Context: an optimization exercise on an open-source flow, tuned for small area and a short achievable clock period. The choices shown serve that exercise and are no tape-out recipe. In this exercise RTL edits were held to simulation tests only and were not proved equivalent to the original.

$ cat flow/flow/setup_margin
19.5
$ cat flow/design.v
module gx_codec_lane (
    input  wire        clk,
    input  wire        in_op,
    input  wire [30:0] in_word,
    input  wire [15:0] in_row,
    output reg  [2:0]  out_status,
    output reg  [19:0] out_data,
    output reg  [10:0] out_syn,
    output reg  [10:0] out_wk       
);
    function [4:0] gf_mul(input [4:0] a, input [4:0] b);
        reg [4:0] t;
        integer   i;
        begin
            gf_mul = 5'd0;
            t = a;
            for (i = 0; i < 5; i = i + 1) begin
                if (b[i])
                    gf_mul = gf_mul ^ t;
                t = {t[3:0], 1'b0} ^ (t[4] ? 5'b00101 : 5'b00000);
            end
        end
    endfunction
    wire [4:0] u_row = {^(in_row & 16'h8000), ^(in_row & 16'h7f80), ^(in_row & 16'h7878), ^(in_row & 16'h6666), ^(in_row & 16'h5555)};
    reg        s1_op;
    reg [30:0] s1_word;
    reg [4:0]  s1_u;
    always @(posedge clk) begin
        s1_op   <= in_op;
        s1_word <= {in_word[30], in_op ? in_word[29:10] : in_word[19:0], in_word[9:0]};
        s1_u    <= u_row;
    end
    wire [19:0] d  = s1_word[29:10];
    wire [9:0]  kr = s1_word[9:0];
    wire [35:0] x  = {s1_word[30], s1_u, d, kr};
    wire [10:0] sy;                           
    wire ls_36 = x[15] ^ x[26];
    wire ls_37 = x[5] ^ x[8];
    wire ls_38 = x[9] ^ x[16];
    wire ls_39 = x[24] ^ ls_36;
    wire ls_40 = x[28] ^ ls_39;
    wire ls_41 = x[13] ^ x[14];
    wire ls_42 = x[17] ^ x[18];
    wire ls_43 = x[12] ^ ls_41;
    wire ls_44 = x[11] ^ x[23];
    wire ls_45 = x[6] ^ ls_38;
    wire ls_46 = x[19] ^ ls_37;
    wire ls_47 = x[25] ^ x[29];
    wire ls_48 = x[22] ^ ls_40;
    wire ls_49 = x[27] ^ ls_44;
    wire ls_50 = x[7] ^ ls_48;
    wire ls_51 = x[20] ^ ls_43;
    wire ls_52 = x[3] ^ ls_47;
    wire ls_53 = ls_42 ^ ls_49;
    wire ls_54 = x[21] ^ ls_45;
    wire ls_55 = x[2] ^ ls_46;
    wire ls_56 = x[10] ^ ls_50;
    wire ls_57 = x[1] ^ ls_52;
    wire ls_58 = x[4] ^ x[34];
    wire ls_59 = x[19] ^ ls_45;
    wire ls_60 = x[4] ^ ls_57;
    wire ls_61 = ls_51 ^ ls_55;
    wire ls_62 = ls_40 ^ ls_59;
    wire ls_63 = x[18] ^ x[33];
    wire ls_64 = x[10] ^ x[14];
    wire ls_65 = x[30] ^ x[32];
    wire ls_66 = ls_36 ^ ls_37;
    wire ls_67 = x[0] ^ ls_53;
    wire ls_68 = ls_46 ^ ls_65;
    wire ls_69 = x[23] ^ ls_52;
    wire ls_70 = x[27] ^ ls_54;
    wire ls_71 = ls_64 ^ ls_70;
    wire ls_72 = ls_69 ^ ls_70;
    wire ls_73 = ls_53 ^ ls_58;
    wire ls_74 = x[4] ^ x[21];
    wire ls_75 = x[5] ^ x[29];
    wire ls_76 = x[9] ^ ls_60;
    wire ls_77 = ls_62 ^ ls_75;
    wire ls_78 = x[24] ^ ls_51;
    wire ls_79 = ls_38 ^ ls_56;
    wire ls_80 = ls_53 ^ ls_62;
    wire ls_81 = ls_56 ^ ls_69;
    wire ls_82 = x[26] ^ ls_71;
    wire ls_83 = x[0] ^ x[31];
    wire ls_84 = x[28] ^ ls_73;
    wire ls_85 = x[8] ^ x[15];
    wire ls_86 = x[2] ^ ls_42;
    wire ls_87 = x[17] ^ ls_79;
    wire ls_88 = x[7] ^ x[32];
    wire ls_89 = ls_55 ^ ls_82;
    wire ls_90 = x[20] ^ ls_88;
    wire ls_91 = ls_56 ^ ls_61;
    wire ls_92 = ls_54 ^ ls_91;
    wire ls_93 = x[13] ^ x[33];
    wire ls_94 = x[12] ^ ls_80;
    wire ls_95 = x[3] ^ ls_58;
    wire ls_96 = x[16] ^ ls_47;
    wire ls_97 = ls_60 ^ ls_92;
    wire ls_98 = ls_66 ^ ls_93;
    wire ls_99 = ls_66 ^ ls_67;
    wire ls_100 = ls_44 ^ ls_50;
    wire ls_101 = x[31] ^ ls_81;
    wire ls_102 = x[33] ^ ls_68;
    wire ls_103 = ls_41 ^ ls_74;
    wire ls_104 = ls_63 ^ ls_83;
    wire ls_105 = ls_63 ^ ls_89;
    wire ls_106 = ls_64 ^ ls_99;
    wire ls_107 = ls_68 ^ ls_84;
    wire ls_108 = ls_87 ^ ls_103;
    wire ls_109 = x[35] ^ ls_67;
    wire ls_110 = x[15] ^ ls_107;
    wire ls_111 = ls_51 ^ ls_104;
    wire ls_112 = ls_97 ^ ls_109;
    wire ls_113 = x[25] ^ ls_43;
    wire ls_114 = ls_72 ^ ls_85;
    wire ls_115 = ls_77 ^ ls_111;
    wire ls_116 = ls_96 ^ ls_106;
    wire ls_117 = ls_61 ^ ls_100;
    wire ls_118 = ls_76 ^ ls_90;
    wire ls_119 = x[16] ^ ls_101;
    wire ls_120 = x[25] ^ ls_108;
    wire ls_121 = ls_98 ^ ls_118;
    wire ls_122 = ls_110 ^ ls_113;
    wire ls_123 = ls_86 ^ ls_121;
    wire ls_124 = x[22] ^ ls_116;
    wire ls_125 = x[1] ^ ls_94;
    wire ls_126 = ls_78 ^ ls_114;
    wire ls_127 = ls_102 ^ ls_119;
    wire ls_128 = ls_95 ^ ls_105;
    assign sy = {ls_112, ls_127, ls_123, ls_122, ls_128, ls_115, ls_120, ls_126, ls_117, ls_125, ls_124};
    wire [4:0]  s1 = sy[4:0];
    wire [4:0]  s3 = sy[9:5];
    wire        s0 = sy[10];
    wire [10:0] rp;                           
    wire lr_10 = sy[0] ^ sy[5];
    wire lr_11 = sy[3] ^ lr_10;
    wire lr_12 = sy[7] ^ sy[9];
    wire lr_13 = sy[1] ^ sy[4];
    wire lr_14 = sy[8] ^ lr_13;
    wire lr_15 = sy[2] ^ sy[6];
    wire lr_16 = sy[6] ^ lr_14;
    wire lr_17 = sy[2] ^ sy[9];
    wire lr_18 = lr_12 ^ lr_15;
    wire lr_19 = sy[4] ^ lr_11;
    wire lr_20 = lr_14 ^ lr_17;
    wire lr_21 = sy[3] ^ sy[7];
    wire lr_22 = sy[2] ^ lr_21;
    wire lr_23 = sy[0] ^ lr_16;
    wire lr_24 = lr_10 ^ lr_18;
    wire lr_25 = lr_11 ^ lr_16;
    wire lr_26 = lr_10 ^ lr_20;
    wire lr_27 = sy[7] ^ lr_23;
    wire lr_28 = lr_12 ^ lr_25;
    wire lr_29 = sy[1] ^ lr_22;
    wire lr_30 = lr_11 ^ lr_17;
    wire lr_31 = sy[5] ^ lr_29;
    wire lr_32 = sy[1] ^ lr_18;
    wire lr_33 = lr_15 ^ lr_19;
    wire lr_34 = lr_12 ^ lr_19;
    assign rp = {lr_31, lr_34, lr_24, lr_28, lr_33, lr_26, lr_16, lr_11, lr_30, lr_32, lr_27};
    wire [9:0]  r  = rp[9:0];
    wire        rpar = rp[10];
    reg [4:0] inv3, tab30;
    always @* begin
        case (s1)
            5'd0: begin inv3 = 5'd0; tab30 = 5'd0; end
            5'd1: begin inv3 = 5'd1; tab30 = 5'd27; end
            5'd2: begin inv3 = 5'd22; tab30 = 5'd2; end
            5'd3: begin inv3 = 5'd13; tab30 = 5'd16; end
            5'd4: begin inv3 = 5'd25; tab30 = 5'd15; end
            5'd5: begin inv3 = 5'd27; tab30 = 5'd31; end
            5'd6: begin inv3 = 5'd5; tab30 = 5'd18; end
            5'd7: begin inv3 = 5'd9; tab30 = 5'd18; end
            5'd8: begin inv3 = 5'd21; tab30 = 5'd4; end
            5'd9: begin inv3 = 5'd10; tab30 = 5'd6; end
            5'd10: begin inv3 = 5'd28; tab30 = 5'd13; end
            5'd11: begin inv3 = 5'd14; tab30 = 5'd2; end
            5'd12: begin inv3 = 5'd4; tab30 = 5'd29; end
            5'd13: begin inv3 = 5'd20; tab30 = 5'd9; end
            5'd14: begin inv3 = 5'd23; tab30 = 5'd6; end
            5'd15: begin inv3 = 5'd30; tab30 = 5'd9; end
            5'd16: begin inv3 = 5'd6; tab30 = 5'd15; end
            5'd17: begin inv3 = 5'd2; tab30 = 5'd22; end
            5'd18: begin inv3 = 5'd8; tab30 = 5'd0; end
            5'd19: begin inv3 = 5'd7; tab30 = 5'd11; end
            5'd20: begin inv3 = 5'd17; tab30 = 5'd16; end
            5'd21: begin inv3 = 5'd11; tab30 = 5'd22; end
            5'd22: begin inv3 = 5'd26; tab30 = 5'd20; end
            5'd23: begin inv3 = 5'd31; tab30 = 5'd29; end
            5'd24: begin inv3 = 5'd18; tab30 = 5'd25; end
            5'd25: begin inv3 = 5'd3; tab30 = 5'd20; end
            5'd26: begin inv3 = 5'd16; tab30 = 5'd31; end
            5'd27: begin inv3 = 5'd29; tab30 = 5'd11; end
            5'd28: begin inv3 = 5'd15; tab30 = 5'd27; end
            5'd29: begin inv3 = 5'd12; tab30 = 5'd25; end
            5'd30: begin inv3 = 5'd24; tab30 = 5'd4; end
            5'd31: begin inv3 = 5'd19; tab30 = 5'd13; end
            default: begin inv3 = 5'd0; tab30 = 5'd0; end
        endcase
    end
    wire [4:0]  q   = gf_mul(s3, inv3);
    wire [4:0]  t   = q ^ 5'd1;
    wire        trt = ^(t & 5'h09);
    wire [24:0] pp;                           
    genvar ga, gb;
    generate
        for (ga = 0; ga < 5; ga = ga + 1) begin : g_pa
            for (gb = 0; gb < 5; gb = gb + 1) begin : g_pb
                assign pp[5*ga + gb] = s1[ga] & q[gb];
            end
        end
    endgenerate
    wire [4:0]  x1  = {^(pp & 25'h16e62c8), ^(pp & 25'h10b7316), ^(pp & 25'h0a85b98), ^(pp & 25'h18b2014), ^(pp & 25'h1cc5900)};    
    wire [4:0]  x2  = x1 ^ s1;
    wire z1   = (s1 == 5'd0);
    wire s3z  = (s3 == 5'd0);
    wire eq   = (q == 5'd1);                  
    wire h30  = (tab30 == t);                 
    wire corr = s1_op & ~z1 & ~trt & ~h30 & (eq | ~s0);
    wire good = z1 & s3z;                     
    wire [3:0]  lo1 = 4'd1 << x1[1:0];
    wire [3:0]  lo2 = 4'd1 << x2[1:0];
    wire [7:0]  hi1 = {8{corr}} & (8'd1 << x1[4:2]);
    wire [7:0]  hi2 = {8{corr}} & (8'd1 << x2[4:2]);
    wire [29:0] flip;
    assign flip[0] = (lo1[1] & hi1[0]) | (lo2[1] & hi2[0]);
    assign flip[1] = (lo1[2] & hi1[0]) | (lo2[2] & hi2[0]);
    assign flip[2] = (lo1[0] & hi1[1]) | (lo2[0] & hi2[1]);
    assign flip[3] = (lo1[0] & hi1[2]) | (lo2[0] & hi2[2]);
    assign flip[4] = (lo1[0] & hi1[4]) | (lo2[0] & hi2[4]);
    assign flip[5] = (lo1[1] & hi1[1]) | (lo2[1] & hi2[1]);
    assign flip[6] = (lo1[2] & hi1[2]) | (lo2[2] & hi2[2]);
    assign flip[7] = (lo1[0] & hi1[5]) | (lo2[0] & hi2[5]);
    assign flip[8] = (lo1[1] & hi1[3]) | (lo2[1] & hi2[3]);
    assign flip[9] = (lo1[2] & hi1[6]) | (lo2[2] & hi2[6]);
    assign flip[10] = (lo1[1] & hi1[4]) | (lo2[1] & hi2[4]);
    assign flip[11] = (lo1[3] & hi1[1]) | (lo2[3] & hi2[1]);
    assign flip[12] = (lo1[2] & hi1[3]) | (lo2[2] & hi2[3]);
    assign flip[13] = (lo1[0] & hi1[7]) | (lo2[0] & hi2[7]);
    assign flip[14] = (lo1[1] & hi1[7]) | (lo2[1] & hi2[7]);
    assign flip[15] = (lo1[3] & hi1[7]) | (lo2[3] & hi2[7]);
    assign flip[16] = (lo1[3] & hi1[6]) | (lo2[3] & hi2[6]);
    assign flip[17] = (lo1[3] & hi1[4]) | (lo2[3] & hi2[4]);
    assign flip[18] = (lo1[3] & hi1[0]) | (lo2[3] & hi2[0]);
    assign flip[19] = (lo1[2] & hi1[1]) | (lo2[2] & hi2[1]);
    assign flip[20] = (lo1[0] & hi1[3]) | (lo2[0] & hi2[3]);
    assign flip[21] = (lo1[0] & hi1[6]) | (lo2[0] & hi2[6]);
    assign flip[22] = (lo1[1] & hi1[5]) | (lo2[1] & hi2[5]);
    assign flip[23] = (lo1[3] & hi1[3]) | (lo2[3] & hi2[3]);
    assign flip[24] = (lo1[2] & hi1[7]) | (lo2[2] & hi2[7]);
    assign flip[25] = (lo1[1] & hi1[6]) | (lo2[1] & hi2[6]);
    assign flip[26] = (lo1[3] & hi1[5]) | (lo2[3] & hi2[5]);
    assign flip[27] = (lo1[3] & hi1[2]) | (lo2[3] & hi2[2]);
    assign flip[28] = (lo1[2] & hi1[5]) | (lo2[2] & hi2[5]);
    assign flip[29] = (lo1[1] & hi1[2]) | (lo2[1] & hi2[2]);
    reg [2:0] status;
    always @* begin
        if (corr)
            status = (eq & s0) ? 3'd1 : 3'd2;
        else if (good)
            status = s0 ? 3'd1 : 3'd0;
        else if (z1 & s0 & (s3 == 5'b00100))
            status = 3'd4;
        else
            status = 3'd3;
    end
    wire       sel    = ~s1_op | (~corr & ~good);
    wire [9:0] kbase  = kr ^ ({10{sel}} & (r ^ (10'h383 & {10{s1_op}})));
    wire       p_out  = s1_word[30] ^ s0 ^ (corr ? eq : (sel & rpar));
    always @(posedge clk) begin
        out_status <= status;
        out_data   <= d ^ flip[29:10];
        out_syn    <= {s0, s1, s3};
        out_wk     <= {p_out, kbase ^ flip[9:0]};
    end
endmodule
module gx_word_codec #(
    parameter LANES = 4
) (
    input  wire                 clk,
    input  wire                 rst,           
    input  wire                 in_valid,
    input  wire [LANES-1:0]     in_op,         
    input  wire [31*LANES-1:0]  in_word,
    input  wire [16*LANES-1:0]  in_row,
    output reg                  out_valid,
    output wire [3*LANES-1:0]   out_status,
    output wire [20*LANES-1:0]  out_data,
    output wire [11*LANES-1:0]  out_syn,
    output wire [31*LANES-1:0]  out_word
);
    reg s1_valid;
    always @(posedge clk) begin
        if (rst) begin
            s1_valid  <= 1'b0;
            out_valid <= 1'b0;
        end else begin
            s1_valid  <= in_valid;
            out_valid <= s1_valid;
        end
    end
    genvar n;
    generate
        for (n = 0; n < LANES; n = n + 1) begin : g_lane
            wire [10:0] wk;
            gx_codec_lane u_lane (
                .clk        (clk),
                .in_op      (in_op[n]),
                .in_word    (in_word[31*n +: 31]),
                .in_row     (in_row[16*n +: 16]),
                .out_status (out_status[3*n +: 3]),
                .out_data   (out_data[20*n +: 20]),
                .out_syn    (out_syn[11*n +: 11]),
                .out_wk     (wk)
            );
            assign out_word[31*n +: 31] = {wk[10], out_data[20*n +: 20], wk[9:0]};
        end
    endgenerate
endmodule
$ cat flow/flow/run.sh
#!/bin/bash
# Layout: the standard flow (standard.sh) with these changes:
#  - the port buffers are sky130_fd_sc_hd__buf_1 cells (one per port, as
#    standard) rather than the delay buffer buffer_ports picks by default;
#  - timing repair aims for SETUP_MARGIN ns of setup slack, so that it also
#    works on the period the design achieves;
#  - clock tree synthesis takes the arguments in flow/cts_args.
# The clock, the period and the I/O constraints are the standard flow's, unchanged.
set -euo pipefail
cd "$(dirname "$0")/.."
SETUP_MARGIN=$(cat flow/setup_margin)
CTS_ARGS=$(cat flow/cts_args)
bash standard.sh synth > flow_synth.log 2>&1
bash standard.sh "BUFFER_PORTS_ARGS=-buffer_cell sky130_fd_sc_hd__buf_1" \
    "SETUP_SLACK_MARGIN=$SETUP_MARGIN" "CTS_ARGS=$CTS_ARGS" finish > flow_layout.log 2>&1
$ cat flow/standard.sh
#!/bin/bash
# synth_recipe.tcl (not shown) runs the flow's synth.tcl, then flattens the netlist and writes it again
# the make line also repeats each setting of config.mk as NAME=value (left out here)
make -C /OpenROAD-flow-scripts/flow DESIGN_CONFIG=/design/flow/config.mk WORK_HOME=/design/flow/orfs CLKGATE_MAP_FILE= SYNTH_SCRIPT=/design/flow/synth_recipe.tcl "${@:-finish}"
$ cat flow/flow/cts_args
-sink_clustering_enable -repair_clock_nets -dont_use_dummy_load -sink_clustering_size 28 -sink_clustering_max_diameter 120
$ cat flow/constraint.sdc
create_clock -name core_clock -period 26.0 [get_ports {clk}]
set_input_delay 5.2000 -clock core_clock [delete_from_list [all_inputs] [get_ports {clk}]]
set_output_delay 5.2000 -clock core_clock [all_outputs]
set_load 0.01 [all_outputs]
$ cat flow/config.mk
export PLATFORM = sky130hd
export DESIGN_NAME = gx_word_codec
export DESIGN_NICKNAME = gx_word_codec
export VERILOG_FILES = /design/flow/design.v
export SDC_FILE = /design/flow/constraint.sdc
export NUM_CORES = 4
export LEC_CHECK = 0
export CAP_MARGIN = 20
export CORE_MARGIN = 2
export CORE_UTILIZATION = 40
export SLEW_MARGIN = 20
==> results of run 1 <==
[cells by family after synthesis]
logic type,Yosys count
multiplexers,127
AO/OA/AOI/OAI,497
flip-flops,330
XOR/XNOR,891
buffers and inverters,265
adder cells (fa/ha/maj),32
AND/OR/NAND/NOR,546
[metal layers]
metal,vias up,track usage [%]
met2,667,36.1
met3,94,2.05
met4,0,4.71
met5,-,0
met1,10000,31.6
li1,9988,-
[cell usage after synthesis, types with 7 or more instances]
master / count
xnor3_2: 8
a21oi_1: 88
mux2i_1: 38
o221ai_1: 7
xnor2_2: 13
nor3_1: 58
o211ai_1: 20
a31oi_1: 18
o32ai_1: 58
clkbuf_1: 68
inv_2: 12
buf_2: 32
and3_1: 7
xor2_1: 211
nand2b_1: 21
nand2_1: 133
a32oi_1: 11
o31ai_1: 9
o311ai_0: 7
o21ai_1: 7
inv_1: 43
a211o_1: 8
nand3_1: 73
xnor2_1: 574
or2_2: 11
buf_4: 88
xnor3_1: 63
ha_1: 32
o21ai_0: 77
or3_1: 14
a211oi_1: 23
a21boi_0: 12
a22oi_1: 12
mux2_2: 85
dfxtp_1: 330
buf_1: 15
nand3b_1: 9
xor2_2: 11
nor2b_1: 11
o22ai_1: 68
nor2_1: 156
and2_1: 16
[path summary, 6_finish.rpt]
| kind | startpoint | endpoint | slack (ns) | cells past startpoint |
|---|---|---|---|---|
| setup / recovery | g_lane[2].u_lane.out_data[12] | out_word[84] | 19.57 | 1 |
| hold / removal | s1_valid | out_valid | 0.47 | 1 |
| hold reg to reg | s1_valid | out_valid | 0.47 | 1 |
| setup reg to reg | g_lane[2].u_lane.s1_word[15] | g_lane[2].u_lane.out_data[19] | 19.64 | 21 |
[state kept, by name (all words and copies together) (netlist names)]
signal / flops
g_lane.u_lane.out_status: 12
g_lane.u_lane.out_wk: 44
s1_valid: 1
g_lane.u_lane.s1_word: 124
out_valid: 1
g_lane.u_lane.s1_u: 20
g_lane.u_lane.out_syn: 44
g_lane.u_lane.s1_op: 4
g_lane.u_lane.out_data: 80
[what timing repair did]
| item | 4_1_cts | 5_1_grt |
|---|---|---|
| gates cloned | 5 | 2 |
| setup endpoints to repair | 122 | 121 |
| hold buffers | 0 | 0 |
| resized for setup | 82 | 166 |
| setup buffers | 26 | 30 |
| pin swaps | 13 | 31 |
[worst reg2reg max path: cells and delay by family (launching register included)]
family | cells | cell delay (ns)
AO/OA/AOI/OAI | 3 | 0.72
XOR/XNOR | 10 | 3.10
adder cells (fa/ha/maj) | 1 | 0.27
buffers and inverters | 2 | 0.42
flip-flops | 1 | 0.44
multiplexers | 1 | 0.41
AND/OR/NAND/NOR | 4 | 0.89
[cell type report]
type | count | area, um2 | area share [%]
clock buffers | 17 | 425 | 1.46
inverters | 59 | 283 | 0.968
flip-flops and latches | 330 | 6630 | 22.7
repair buffers | 547 | 2480 | 8.49
well taps | 837 | 1050 | 3.58
repair inverters | 2 | 12.5 | 0.0428
multi-input cells | 2098 | 18300 | 62.8
[metrics by stage]
stage | instance area, um2 | util, % | setup slack [ns] | hold WS, ns | instances
finish | 29200 | 47.3 | 19.57 | 0.465 | 3890
global route | 29200 | 47.3 | 19.44 | 0.480 | 3890
floorplan | 25100 | - | 20.00 | 0.414 | 2688
detailed placement | 27000 | 43.6 | 18.48 | 0.439 | 3810
CTS | 28100 | 45.4 | 19.50 | 0.466 | 3858
global placement | 27000 | 43.6 | 18.31 | 0.418 | 3809
==> results.toml, run 1 <==
[global_routing]
grt_pass1_vias = 19300
grt_max_degree = 33
grt_pass1_wl_um = 113000
track_usage_pct = 22.1
grt.overflow.total = 0
antenna_found_initial = 0

[placed_design]
gp_routability_congestion = 0.948
portBuffers = 455
post-dp-hpwl_um = 57400

[timing]
slew_viol_final = 0
fin_tns_setup_ns = 0
setup_violations = 0
clock_skew_ns = 0.0566
worstMarginPinSlew_ns = 1.05
layout_min_cycle_time_ns = 6.43
hold_viol = 0
clock.fmax_mhz = 155
maxSlewHeadroom_pct = 30.3
final.period_utilization_pct = 24.7
rsz0062_at_grt = "yes"

[worst_setup_path]
path_cells = "buf_1"
path_buf_inv = 1
critPathKind = "reg2out"
cp_slowest_cell = "dfxtp_1"
cp-end-kind = "output port"
cp_top_family = "flip-flops"
crit_path_start_kind = "register"
critPathMaxFanout = 2
cp_data_required_time_ns = 20.80
crit_path_max_incr_delay_ns = 0.46
worstPathArrival_ns = 1.23

[synth]
yosysSeqAreaShare_pct = 26.4
synth_seq_cells = 330
synth-edff-count = 0
synth_fa_ha_area_share_pct = 1.60
synth.area.top_cells = "dfxtp_1 26%, xnor2_1 20%, xor2_1 7.4%"
syn_inst = 2688
synth_cell_types = 98
synth_compound_area_share_pct = 13.9
synth_xor_area_share_pct = 36.5
synth_top_area_cell = "dfxtp_1"
synth_warnings = 2
synth_nets = 2915
netlist_area_mm2 = 0.0251
ys.flop_type = "dfxtp_1"
synth_async_sr_flop_share_pct = 0
synth-simple-area-share_pct = 10.4
synth_top_family_by_area = "XOR/XNOR gates"
syn_avg_cell_area_um2 = 9.32
synth_mux_area_share_pct = 5.70
synthDominantCellAreaShare_pct = 26.4

[clocking]
cts_tree = "yes"
cts_buffers = 17
clockBufferDepth = 3
insertion_delay_ns = 0.55
path_clk_slew_ns = 0.10
htreeDepth = 1
cts-root-buf = "clkbuf_16"
cts_sinks = 330

[floorplanning]
die_h_um = 254
dieArea_mm2 = 0.0647
start_util_pct = 40.5
ios = 456
core_mm2 = 0.0618
rows = 91
die_x_um = 254

[detailed_routing]
drc = 0
met2_length_um = 36400
wl_met1_um = 34500
routed_wl_um = 76300
via_count = 20800
met3_length_um = 3690
ant_nets = 0
vias_per_cell = 5.35
dr.first_iter.drc_count = 1631
wire_per_inst_um = 19.6
highest_layer = "met4"
first_pass_iters = 6

[cells_and_area]
drive_gt1_share_pct = 15.7
final_cell_mix = "535 x xnor2_1, 452 x buf_1, 311 x dfxtp_1, 199 x xor2_1, 150 x nor2_1"
n_antenna_cell = 0
nets = 3282
area_growth_pct = 16.6
final_common_cell = "xnor2_1"
nFillCells = 5975

[run_status]
outcome = "timing/DRC/antenna clean"

[worst_hold_path]
hold_class = "reg2reg"

[run]
cap_viol_max_count = 0
==> inputs of run 2 (changes only) <==
==> flow/flow/setup_margin (replaced) <==
19.45
--- a/flow/config.mk
+++ b/flow/config.mk
@@ -7,5 +7,6 @@
 export LEC_CHECK = 0
 export CAP_MARGIN = 20
 export CORE_MARGIN = 2
-export CORE_UTILIZATION = 40
+export CORE_UTILIZATION = 60
+export PLACE_DENSITY = 0.7
 export SLEW_MARGIN = 20
==> run 2 against run 1 <==
Still clean. Clock-buffer cell count down 1. Die area down 33%. Sequential share of layout area up 0.43 points. First-iteration DRC count up 14%. Routed wire length down 0.31%. Cell count down 7.9%. Design area down 2.0%. Synthesized area unchanged. Sequential cell count unchanged. Register-to-register slack worse by 0.07 ns. Critical path type unchanged.
==> results.toml, run 2 <==
[run_status]
outcome = "timing/DRC/antenna clean"

[placed_design]
place_area_mm2 = 0.0265
post-dp-hpwl_um = 57300
portBuffers = 455
gp_routability_congestion = 0.948
placedCellCount = 3497

[cells_and_area]
final_area_mm2 = 0.0286
nets = 3279
final_common_cell = "xnor2_1"
drive_gt1_share_pct = 14.6
largest_reg_flops = 124
nFillCells = 3316
final_cell_mix = "536 x xnor2_1, 453 x buf_1, 321 x dfxtp_1, 200 x xor2_1, 154 x nor2_1"
area_growth_pct = 14.2
top_register = "g_lane.u_lane.s1_word"
multi_input_area_mm2 = 0.0182
reg_top3 = "g_lane.u_lane.s1_word x124, g_lane.u_lane.out_data x80"
seq_area_mm2 = 0.00662
stdcell_count = 3582
n_antenna_cell = 0

[floorplanning]
ios = 456
start_util_pct = 61.1
rows = 74
die_x_um = 208
die_h_um = 208
dieArea_mm2 = 0.0434
core_mm2 = 0.0410

[detailed_routing]
drc = 0
wire_per_inst_um = 21.2
via_count = 21400
first_pass_iters = 6
vias_per_cell = 5.99
dr.first_iter.drc_count = 1854
routed_wl_um = 76100
ant_nets = 0

[timing]
clock.fmax_mhz = 155
rsz0062_at_grt = "yes"
hold_viol = 0
setup_violations = 0
final.period_utilization_pct = 24.8
clock_skew_ns = 0.0334
worstMarginPinSlew_ns = 1.09
slew_viol_final = 0
whs_ns = 0.459
maxSlewHeadroom_pct = 26.6
fin_tns_setup_ns = 0
layout_min_cycle_time_ns = 6.45

[synth]
netlist_area_mm2 = 0.0251
synth_common_cells = "574 x xnor2_1, 330 x dfxtp_1, 211 x xor2_1"
synth_cell_types = 98
syn_avg_cell_area_um2 = 9.32
synth_xor_area_share_pct = 36.5
synth_async_sr_flop_share_pct = 0
synth_mux_area_share_pct = 5.70
syn_inst = 2688
synth_compound_area_share_pct = 13.9
yosysSeqAreaShare_pct = 26.4
synth-edff-count = 0
ys.flop_type = "dfxtp_1"
synth_fa_ha_area_share_pct = 1.60
synth_top_area_cell = "dfxtp_1"
synth_seq_cells = 330
synth-simple-area-share_pct = 10.4
synth_nets = 2915
synth_top_family_by_area = "XOR/XNOR gates"
synth_warnings = 2
yosysMostFrequentCell = "xnor2_1"
synth.area.top_cells = "dfxtp_1 26%, xnor2_1 20%, xor2_1 7.4%"
synthDominantCellAreaShare_pct = 26.4

[worst_setup_path]
path_buf_inv = 1
path_cells = "buf_1"
critPathMaxFanout = 2
critPathKind = "reg2out"
cp_slowest_cell = "dfxtp_1"
crit_path_start_kind = "register"
crit_start = "g_lane[2].u_lane.out_data[7]"
worstPathArrival_ns = 1.25
cp-end-kind = "output port"
timing.rr.start = "g_lane[0].u_lane.s1_word[14]"
cp_top_family = "flip-flops"
cp_data_required_time_ns = 20.80
crit_path_max_incr_delay_ns = 0.52

[global_routing]
track_usage_pct = 33.0
antenna_found_initial = 0
grt_pass1_vias = 20100
grt_max_degree = 33
grt.overflow.total = 0
grt_pass1_wl_um = 114000

[worst_hold_path]
hold_class = "reg2reg"
hold_start = "s1_valid"

[clocking]
cts-root-buf = "clkbuf_16"
insertion_delay_ns = 0.54
cts_sinks = 330
cts_buffers = 16
hold_buffers = 0
cts_tree = "yes"
path_clk_slew_ns = 0.11
clockBufferDepth = 3
htreeDepth = 1

[run]
cap_viol_max_count = 0
## run 2: cells by family (layout without fill, tap and decap cells)
| logic type | Yosys count | in the layout |
|---|---|---|
| flip-flops | 330 | 330 |
| adder cells (fa/ha/maj) | 32 | 32 |
| XOR/XNOR | 891 | 894 |
| AND/OR/NAND/NOR | 546 | 546 |
| multiplexers | 127 | 127 |
| buffers and inverters | 265 | 624 |
| AO/OA/AOI/OAI | 497 | 497 |
## run 2: layer usage
metal	routed length (um)	part of all wire [%]	GRT usage (%)
met5	0	0	0
met2	35800	47	54.4
met3	6100	8.0	4.30
met1	31900	42	45.3
met4	2340	3.1	9.30
## run 2: final timing paths
kind                                   endpoint  slack, ns  cells after the start
setup / recovery                   out_data[47]      19.55                      1
setup reg to reg  g_lane[0].u_lane.out_data[11]      19.57                     23
hold reg to reg                       out_valid       0.46                      1
hold / removal                        out_valid       0.46                      1
## run 2: what timing repair did
item / CTS / global route
buffers inserted: 24 / 39
endpoints found under the hold margin: 0 / 0
cloned: 4 / 2
gates resized for setup: 63 / 149
pin swaps: 10 / 28
endpoints found under the setup margin: 122 / 121
## run 2: area by class of cell
type / instances / area share [%]
clock buffers: 16 / 1.40
inverters: 59 / 0.988
multi-input cells: 2096 / 63.5
flip-flops and latches: 330 / 23.1
well taps: 532 / 2.33
repair buffers: 546 / 8.62
repair inverters: 3 / 0.0525
## run 2: worst register-to-register path: stages (launching register included)
cell and delay, ns:
dfxtp_1 0.43, xnor3_1 0.46, xnor3_1 0.43, xnor2_2 0.27, xnor2_2 0.14, buf_6 0.27
clkinvlp_4 0.24, ha_1 0.29, nor2_1 0.13, a2111oi_0 0.08, a311o_2 0.41, nor2_1 0.12
xnor3_1 0.48, xnor2_4 0.20, buf_12 0.16, xnor2_4 0.23, and2_1 0.22, a21oi_1 0.11
o21ai_2 0.24, xor2_4 0.28, xnor2_1 0.22, or3_1 0.49, o22ai_1 0.23, xor2_1 0.22
## run 2: metrics by stage
stage,setup slack [ns],util (%)
global placement,18.23,64.6
finish,19.55,69.8
detailed placement,18.21,64.7
global route,19.34,69.8
CTS,19.46,67.0
floorplan,20.00,-
==> inputs of run 3 (changes only) <==
==> flow/flow/setup_margin (replaced) <==
19.4
--- a/flow/config.mk
+++ b/flow/config.mk
@@ -7,6 +7,6 @@
 export LEC_CHECK = 0
 export CAP_MARGIN = 20
 export CORE_MARGIN = 2
-export CORE_UTILIZATION = 60
-export PLACE_DENSITY = 0.7
+export CORE_UTILIZATION = 40
+export PLACE_DENSITY = 0.75
 export SLEW_MARGIN = 20
==> run 3 against run 2 <==
Still clean on timing, DRC and antenna. Cell count rose by 8.6%. Synthesized cell count is the same. Die area up 49%. First-iteration DRC count up 17%. Global-route usage decreased by 12 points. Design area increased by 1.6%. Clock skew is 0.030 ns higher. Routed wire length down 2.5%. Clock-buffer cell count is the same. Worst hold slack worse by 0.015 ns.
==> results.toml, run 3 <==
[run_status]
outcome = "timing/DRC/antenna clean"

[clocking]
path_clk_slew_ns = 0.11
insertion_delay_ns = 0.55
cts_tree = "yes"
cts-root-buf = "clkbuf_16"
htreeDepth = 1
clockBufferDepth = 3
cts_sinks = 330
cts_buffers = 16

[cells_and_area]
final_common_cell = "xnor2_1"
final_cell_mix = "542 x xnor2_1, 452 x buf_1, 326 x dfxtp_1, 201 x xor2_1, 151 x nor2_1"
reg_top3 = "g_lane.u_lane.s1_word x124, g_lane.u_lane.out_data x80"
nets = 3282
largest_reg_flops = 124
final_area_mm2 = 0.0291
top_register = "g_lane.u_lane.s1_word"
nFillCells = 5678
drive_gt1_share_pct = 14.6
seq_area_mm2 = 0.00661
area_growth_pct = 16.1
multi_input_area_mm2 = 0.0183

[floorplanning]
core_mm2 = 0.0618
start_util_pct = 40.5
die_h_um = 254
ios = 456
dieArea_mm2 = 0.0647
die_x_um = 254
rows = 91

[detailed_routing]
vias_per_cell = 5.49
routed_wl_um = 74200
wire_per_inst_um = 19.1
first_pass_iters = 6
via_count = 21400
ant_nets = 0
drc = 0
dr.first_iter.drc_count = 2178

[global_routing]
grt.overflow.total = 0
track_usage_pct = 20.9
antenna_found_initial = 1
grt_max_degree = 33
grt_pass1_vias = 19400
grt_pass1_wl_um = 108000

[timing]
layout_min_cycle_time_ns = 6.45
worstMarginPinSlew_ns = 1.04
setup_violations = 0
maxSlewHeadroom_pct = 29.9
whs_ns = 0.444
clock_skew_ns = 0.0632
fin_ws_ns = 19.55
clock.fmax_mhz = 155
final.period_utilization_pct = 24.8
rsz0062_at_grt = "yes"
slew_viol_final = 0
fin_tns_setup_ns = 0
hold_viol = 0

[synth]
synth_cell_types = 98
synth_xor_area_share_pct = 36.5
yosysSeqAreaShare_pct = 26.4
synth_top_family_by_area = "XOR/XNOR gates"
synth.area.top_cells = "dfxtp_1 26%, xnor2_1 20%, xor2_1 7.4%"
netlist_area_mm2 = 0.0251
synth_common_cells = "574 x xnor2_1, 330 x dfxtp_1, 211 x xor2_1"
synth_fa_ha_area_share_pct = 1.60
yosysMostFrequentCell = "xnor2_1"
synth_mux_area_share_pct = 5.70
synth_top_area_cell = "dfxtp_1"
synth-edff-count = 0
syn_inst = 2688
syn_avg_cell_area_um2 = 9.32
ys.flop_type = "dfxtp_1"
synth_async_sr_flop_share_pct = 0
synthDominantCellAreaShare_pct = 26.4
synth-simple-area-share_pct = 10.4
synth_nets = 2915
synth_compound_area_share_pct = 13.9
synth_seq_cells = 330
synth_warnings = 2

[worst_setup_path]
critPathKind = "reg2reg"
cp-end-kind = "register"
worstPathArrival_ns = 6.92
rr_worst_depth = 22
cp_data_required_time_ns = 26.47
timing.rr.start = "g_lane[3].u_lane.s1_word[9]"
crit_path_start_kind = "register"
critPathMaxFanout = 16
r2r_slack_ns = 19.55
r2r_end = "g_lane[3].u_lane.out_data[6]"

[placed_design]
pre_cts_ws_ns = 18.29
post-dp-hpwl_um = 54700
gp_routability_congestion = 0.969
portBuffers = 455
place_area_mm2 = 0.0269

[worst_hold_path]
holdPathEnd = "out_valid"
hold_start = "s1_valid"
min_path_cells = 1
hold_class = "reg2reg"

[run]
cap_viol_max_count = 0
[run 3: cell counts after synthesis]
Identical to the previous run, type by type.
[run 3: repair_timing]
action / 4_1_cts / 5_1_grt
setup buffers: 23 / 38
hold buffers: 0 / 0
endpoints found under the hold margin: 0 / 0
gates resized for setup: 52 / 150
gates cloned: 3 / 5
pin swaps: 13 / 32
endpoints found under the setup margin: 121 / 121
[run 3: metrics by stage]
step                      instances  util [%]
final                          3891      47.0
after global routing           3890      47.0
after CTS                      3847      45.0
after detailed placement       3805      43.5
after global placement         3805      43.5
after floorplan                2688         -
[run 3: cells by family after synthesis]
| family | after synthesis |
|---|---|
| compound gates | 497 |
| xor+xnor | 891 |
| fa+ha+maj | 32 |
| buf+inv | 265 |
| flops | 330 |
| mux | 127 |
| simple gates | 546 |
[run 3: layout make-up]
class,count,area share (%)
inverters,59,0.959
multi-input cells,2098,62.7
repair buffers,547,8.53
clock buffers,16,1.38
well taps,837,3.60
repair inverters,3,0.0516
flip-flops and latches,330,22.7
diodes,1,0.00860
[run 3: critical path, cell delays in order, from the launching register on]
cell       delay (ns)
dfxtp_2          0.40
xnor3_1          0.47
xor2_2           0.19
xnor2_2          0.33
xor2_4           0.26
buf_4            0.21
ha_2             0.34
mux4_2           0.50
mux2i_4          0.24
a2111oi_0        0.14
a211oi_1         0.39
xor2_1           0.39
xnor2_4          0.18
buf_12           0.18
xnor2_2          0.24
mux2i_2          0.33
nand2_1          0.11
a32oi_1          0.28
nand3_4          0.18
xnor2_1          0.16
buf_4            0.22
o32ai_1          0.45
xor2_1           0.18
[run 3: how the worst max path moves through the flow]
stage	start	depth (start not counted)	slack, ns	end
after floorplan	in_op[0]	2	20.00	g_lane[0].u_lane.s1_word[10]
after global placement	g_lane[3].u_lane.s1_word[18]	20	18.34	g_lane[3].u_lane.out_data[14]
after detailed placement	g_lane[3].u_lane.s1_word[9]	20	18.29	g_lane[3].u_lane.out_data[14]
after CTS	g_lane[1].u_lane.s1_word[9]	21	19.40	g_lane[1].u_lane.out_data[11]
after global routing	g_lane[3].u_lane.s1_word[9]	22	19.31	g_lane[3].u_lane.out_data[6]
final	g_lane[3].u_lane.s1_word[9]	22	19.55	g_lane[3].u_lane.out_data[6]
[run 3: metal layers]
metal / part of all wire, % / vias up / GRT usage, %
met4: 2.6 / 0 / 5.97
met2: 48 / 1033 / 34.3
li1: - / 10000 / -
met1: 42 / 10200 / 28.6
met3: 7.6 / 125 / 2.76
met5: 0 / - / 0
==> inputs of run 4 (changes only) <==
==> flow/flow/setup_margin (replaced) <==
19.35
--- a/flow/config.mk
+++ b/flow/config.mk
@@ -8,5 +8,4 @@
 export CAP_MARGIN = 20
 export CORE_MARGIN = 2
 export CORE_UTILIZATION = 40
-export PLACE_DENSITY = 0.75
 export SLEW_MARGIN = 20
==> run 4 against run 3 <==
Highest routed layer unchanged. Critical endpoint is now out_word[115]. Register-to-register slack improved by 0.04 ns. Largest cell class unchanged. Die area stayed put. Non-clock buffer count increased by 7. First-iteration DRC count decreased by 26%. Sequential cell count did not move. Fmax barely moved. Clock-buffer cell count grew 1. Synthesized cell count unchanged.
==> results.toml, run 4 <==
[worst_setup_path]
path_buf_inv = 1
critPathKind = "reg2out"
worstPathArrival_ns = 1.26
cp-end-kind = "output port"
cp_top_family = "flip-flops"
cp_data_required_time_ns = 20.80
crit_path_max_incr_delay_ns = 0.51
r2r_slack_ns = 19.59
rr_worst_depth = 21
timing.rr.start = "g_lane[2].u_lane.s1_word[15]"
cp_slowest_cell = "dfxtp_1"
crit_path_start_kind = "register"
path_depth = 1
r2r_end = "g_lane[2].u_lane.out_data[19]"
path_cells = "buf_1"
critPathMaxFanout = 2

[detailed_routing]
ant_nets = 0
dr.first_iter.drc_count = 1613
via_count = 20700
routed_wl_um = 75700
drc = 0
wire_per_inst_um = 19.4
met2_length_um = 36000
vias_per_cell = 5.31
first_pass_iters = 5
wl_met1_um = 34200
highest_layer = "met4"
met3_length_um = 3800

[clocking]
path_clk_slew_ns = 0.11
cts_tree = "yes"
cts_sinks = 330
clockBufferDepth = 3
insertion_delay_ns = 0.54
cts_buffers = 17
hold_buffers = 0
htreeDepth = 1
cts-root-buf = "clkbuf_16"

[global_routing]
antenna_found_initial = 0
grt_max_degree = 33
grt.overflow.total = 0
grt_pass1_vias = 19200
track_usage_pct = 21.9
grt_pass1_wl_um = 112000

[cells_and_area]
n_antenna_cell = 0
final_common_cell = "xnor2_1"
final_cell_mix = "545 x xnor2_1, 452 x buf_1, 321 x dfxtp_1, 202 x xor2_1, 153 x nor2_1"
top_register = "g_lane.u_lane.s1_word"
seq_area_mm2 = 0.00662
largest_reg_flops = 124
multi_input_area_mm2 = 0.0180
reg_top3 = "g_lane.u_lane.s1_word x124, g_lane.u_lane.out_data x80"
nets = 3288
area_growth_pct = 15.3
nFillCells = 6011
drive_gt1_share_pct = 14.1

[timing]
worstMarginPinSlew_ns = 1.06
slew_viol_final = 0
maxSlewHeadroom_pct = 29.5
fin_tns_setup_ns = 0
clock_skew_ns = 0.0519
final.period_utilization_pct = 24.8
layout_min_cycle_time_ns = 6.46
setup_violations = 0
hold_viol = 0
clock.fmax_mhz = 155
rsz0062_at_grt = "no"

[floorplanning]
rows = 91
core_mm2 = 0.0618
die_h_um = 254
start_util_pct = 40.5
dieArea_mm2 = 0.0647
die_x_um = 254
ios = 456

[placed_design]
post-dp-hpwl_um = 57400
portBuffers = 455
gp_routability_congestion = 0.948

[synth]
synth-edff-count = 0
synth_top_area_cell = "dfxtp_1"
syn_inst = 2688
synth_nets = 2915
ys.flop_type = "dfxtp_1"
yosysMostFrequentCell = "xnor2_1"
synth_async_sr_flop_share_pct = 0
yosysSeqAreaShare_pct = 26.4
synth.area.top_cells = "dfxtp_1 26%, xnor2_1 20%, xor2_1 7.4%"
synth_seq_cells = 330
synth_warnings = 2
syn_avg_cell_area_um2 = 9.32
synth_common_cells = "574 x xnor2_1, 330 x dfxtp_1, 211 x xor2_1"
synthDominantCellAreaShare_pct = 26.4
synth_cell_types = 98
netlist_area_mm2 = 0.0251

[worst_hold_path]
min_path_cells = 1
hold_start = "s1_valid"
holdPathEnd = "out_valid"
hold_class = "reg2reg"

[run]
cap_viol_max_count = 0

[run_status]
outcome = "timing/DRC/antenna clean"
-- run 4: routing by layer --
| metal | up-vias | global-route usage (%) |
|---|---|---|
| met5 | - | 0 |
| met3 | 91 | 2.07 |
| li1 | 9994 | - |
| met1 | 9957 | 31.3 |
| met2 | 651 | 36.0 |
| met4 | 0 | 4.44 |
-- run 4: timing repair --
item / CTS / global route
pin swaps: 8 / 26
gates resized for setup: 57 / 124
setup buffers: 18 / 45
cloned: 3 / 3
endpoints found under the setup margin: 121 / 121
-- run 4: final cells by class --
cell class                 count  area share [%]
timing repair inverter         2          0.0433
clock buffer                  17            1.47
inverter                      59           0.948
timing repair buffer         554            8.67
tap                          837            3.62
sequential                   330            22.9
multi-input combinational   2097            62.3
-- run 4: how the worst max path moves through the flow --
stage	endpoint	startpoint	slack, ns
after floorplan	g_lane[0].u_lane.s1_word[10]	in_op[0]	20.00
after global placement	g_lane[3].u_lane.out_data[8]	g_lane[3].u_lane.s1_word[18]	18.31
after detailed placement	g_lane[3].u_lane.out_data[17]	g_lane[3].u_lane.s1_word[18]	18.48
after CTS	g_lane[0].u_lane.out_wk[3]	g_lane[0].u_lane.s1_word[16]	19.35
after global routing	g_lane[2].u_lane.out_data[15]	g_lane[2].u_lane.s1_word[15]	19.31
final	out_word[115]	g_lane[3].u_lane.out_data[12]	19.54
-- run 4: per-stage QoR --
step           hold slack [ns]  instance area (um2)  std cells  setup WS, ns  util, %
3_5_place_dp             0.439                27000       3810         18.48     43.6
5_1_grt                  0.480                28900       3896         19.31     46.7
4_1_cts                  0.466                27900       3848         19.35     45.1
6_report                 0.464                28900       3896         19.54     46.7
2_1_floorplan            0.414                25100       2688         20.00        -
3_3_place_gp             0.418                27000       3809         18.31     43.6
-- run 4: kinds of logic (layout without fill, tap and decap cells) --
logic type | after synthesis | after routing | share of synthesized area (%)
AOI/OAI and AO/OA | 497 | 497 | 13.9
adders and majority gates | 32 | 32 | 1.60
xor gates and xnor gates | 891 | 895 | 36.5
muxes | 127 | 127 | 5.70
DFF | 330 | 330 | 26.4
and+or+nand+nor | 546 | 546 | 10.4
buffers and inverters | 265 | 632 | 5.49
==> inputs of run 5 (changes only) <==
==> flow/flow/setup_margin (replaced) <==
19.4
==> run 5 against run 4 <==
Synthesized cell count did not move. Non-clock buffer count fell by 4. Fmax rose by 0.35%. Worst hold slack improved by 0.00051 ns. Design area about the same. Via count rose by 0.14%.
==> results.toml, run 5 <==
[worst_setup_path]
worstPathArrival_ns = 1.24
crit_path_start_kind = "register"
critPathKind = "reg2out"
cp_data_required_time_ns = 20.80
critPathMaxFanout = 2
crit_start = "g_lane[3].u_lane.out_data[12]"
cp-end-kind = "output port"
cp_top_family = "flip-flops"
cp_slowest_cell = "dfxtp_1"
path_buf_inv = 1
timing.rr.start = "g_lane[2].u_lane.s1_word[15]"
crit_path_max_incr_delay_ns = 0.49
path_depth = 1
rr_worst_depth = 21
path_cells = "buf_1"

[detailed_routing]
routed_wl_um = 75800
ant_nets = 0
vias_per_cell = 5.32
via_count = 20700
drc = 0
first_pass_iters = 5
wire_per_inst_um = 19.5
dr.first_iter.drc_count = 1508

[synth]
synth_async_sr_flop_share_pct = 0
yosysSeqAreaShare_pct = 26.4
ys.flop_type = "dfxtp_1"
synth_seq_cells = 330
synth-edff-count = 0
synthDominantCellAreaShare_pct = 26.4
syn_inst = 2688
syn_avg_cell_area_um2 = 9.32
synth_top_area_cell = "dfxtp_1"
synth.area.top_cells = "dfxtp_1 26%, xnor2_1 20%, xor2_1 7.4%"
synth_common_cells = "574 x xnor2_1, 330 x dfxtp_1, 211 x xor2_1"
synth_nets = 2915
netlist_area_mm2 = 0.0251
synth_warnings = 2
synth_cell_types = 98
yosysMostFrequentCell = "xnor2_1"

[timing]
worstMarginPinSlew_ns = 1.05
rsz0062_at_grt = "yes"
layout_min_cycle_time_ns = 6.44
fin_ws_ns = 19.56
fin_tns_setup_ns = 0
clock_skew_ns = 0.0518
setup_violations = 0
clock.fmax_mhz = 155
slew_viol_final = 0
hold_viol = 0
maxSlewHeadroom_pct = 30.2
final.period_utilization_pct = 24.8

[clocking]
path_clk_slew_ns = 0.11
htreeDepth = 1
cts_tree = "yes"
cts_sinks = 330
cts_buffers = 17
insertion_delay_ns = 0.54
clockBufferDepth = 3
hold_buffers = 0
cts-root-buf = "clkbuf_16"

[floorplanning]
ios = 456
start_util_pct = 40.5
rows = 91
die_h_um = 254
die_x_um = 254
dieArea_mm2 = 0.0647
core_mm2 = 0.0618

[global_routing]
grt.overflow.total = 0
grt_pass1_vias = 19200
track_usage_pct = 21.9
grt_max_degree = 33
grt_pass1_wl_um = 112000
antenna_found_initial = 0

[run]
cap_viol_max_count = 0

[cells_and_area]
final_cell_mix = "544 x xnor2_1, 452 x buf_1, 320 x dfxtp_1, 201 x xor2_1, 152 x nor2_1"
drive_gt1_share_pct = 14.3
nets = 3284
reg_top3 = "g_lane.u_lane.s1_word x124, g_lane.u_lane.out_data x80"
area_growth_pct = 15.4
top_register = "g_lane.u_lane.s1_word"
n_antenna_cell = 0
final_common_cell = "xnor2_1"
largest_reg_flops = 124

[worst_hold_path]
min_path_cells = 1
hold_class = "reg2reg"
hold_start = "s1_valid"

[run_status]
outcome = "timing/DRC/antenna clean"

[placed_design]
post-dp-hpwl_um = 57400
gp_routability_congestion = 0.948
portBuffers = 455
pre_cts_ws_ns = 18.48
[run 5: layer usage]
metal	routed length (um)	vias to the layer above	share of wire (%)	global-route usage [%]
met1	34500	10000	46	31.4
met5	0	-	0	0
met4	1670	0	2.2	4.57
li1	-	9977	-	-
met3	3550	91	4.7	2.07
met2	36100	624	48	35.9
[run 5: final cells by class]
| class | count | area (um2) |
|---|---|---|
| fillers | 6004 | 32900 |
| multi-input cells | 2097 | 18100 |
| flip-flops and latches | 330 | 6620 |
| repair buffers | 550 | 2480 |
| well taps | 837 | 1050 |
| clock buffers | 17 | 425 |
| inverters | 59 | 274 |
| repair inverters | 2 | 12.5 |
[run 5: cells by family (layout without fill, tap and decap cells)]
family                     Yosys count  count (layout)  share of synthesized area (%)
muxes                              127             127                           5.70
DFF                                330             330                           26.4
buffers and inverters              265             628                           5.49
and+or+nand+nor                    546             546                           10.4
xor gates and xnor gates           891             895                           36.5
adders and majority gates           32              32                           1.60
AOI/OAI and AO/OA                  497             497                           13.9
[run 5: worst paths after layout]
kind,endpoint,slack (ns)
setup / recovery,out_word[115],19.56
hold / removal,out_valid,0.46
setup reg to reg,g_lane[2].u_lane.out_data[19],19.66
hold reg to reg,out_valid,0.46
[run 5: metrics by stage]
step | instance area [um2] | util [%] | hold WS [ns] | instances
after global placement | 27000 | 43.6 | 0.418 | 3809
after CTS | 27900 | 45.1 | 0.466 | 3849
final | 28900 | 46.8 | 0.465 | 3892
after global routing | 28900 | 46.8 | 0.480 | 3892
after floorplan | 25100 | - | 0.414 | 2688
after detailed placement | 27000 | 43.6 | 0.439 | 3810
[run 5: what timing repair did]
| action | in CTS | in global routing |
|---|---|---|
| resized for setup | 60 | 131 |
| setup buffers | 19 | 40 |
| cloned | 3 | 3 |
| pin swaps | 9 | 26 |
| endpoints found under the setup margin | 121 | 121 |

==> what the ideal ports hide <==
The flow's constraints put no driver on any port. The routed layouts listed below were extracted and timed again, unchanged, in two steps. Step 1 (the two cells are an assumption about what drives the block):
set clk [get_ports {clk}]
set_driving_cell -lib_cell sky130_fd_sc_hd__clkbuf_16 $clk
set_driving_cell -lib_cell sky130_fd_sc_hd__buf_2 [delete_from_list [all_inputs] $clk]
Step 2, shift: input delay + t, output delay - t, t = (earliest + latest rising clock arrival at the registers) / 2. This alone moves slack from input paths to output paths. Slacks: no drivers / after step 1 / after step 2; pairs: no drivers / after step 1.
run | t (ns) | setup slack, ns | slew at the worst register clock pin (ns)
run 1 | 0.578 | 19.568 / 19.512 / 19.459 | 0.11 / 0.11
run 2 | 0.578 | 19.552 / 19.495 / 19.194 | 0.11 / 0.11
run 3 | 0.581 | 19.546 / 19.546 / 19.546 | 0.11 / 0.11
run 4 | 0.575 | 19.540 / 19.484 / 19.451 | 0.11 / 0.11
run 5 | 0.574 | 19.563 / 19.507 / 19.460 | 0.11 / 0.11
After both steps setup and hold are still met in every run listed. The setup slack of run 2, which loses most, moves by -0.057 ns with the drivers and by -0.358 ns with both steps.
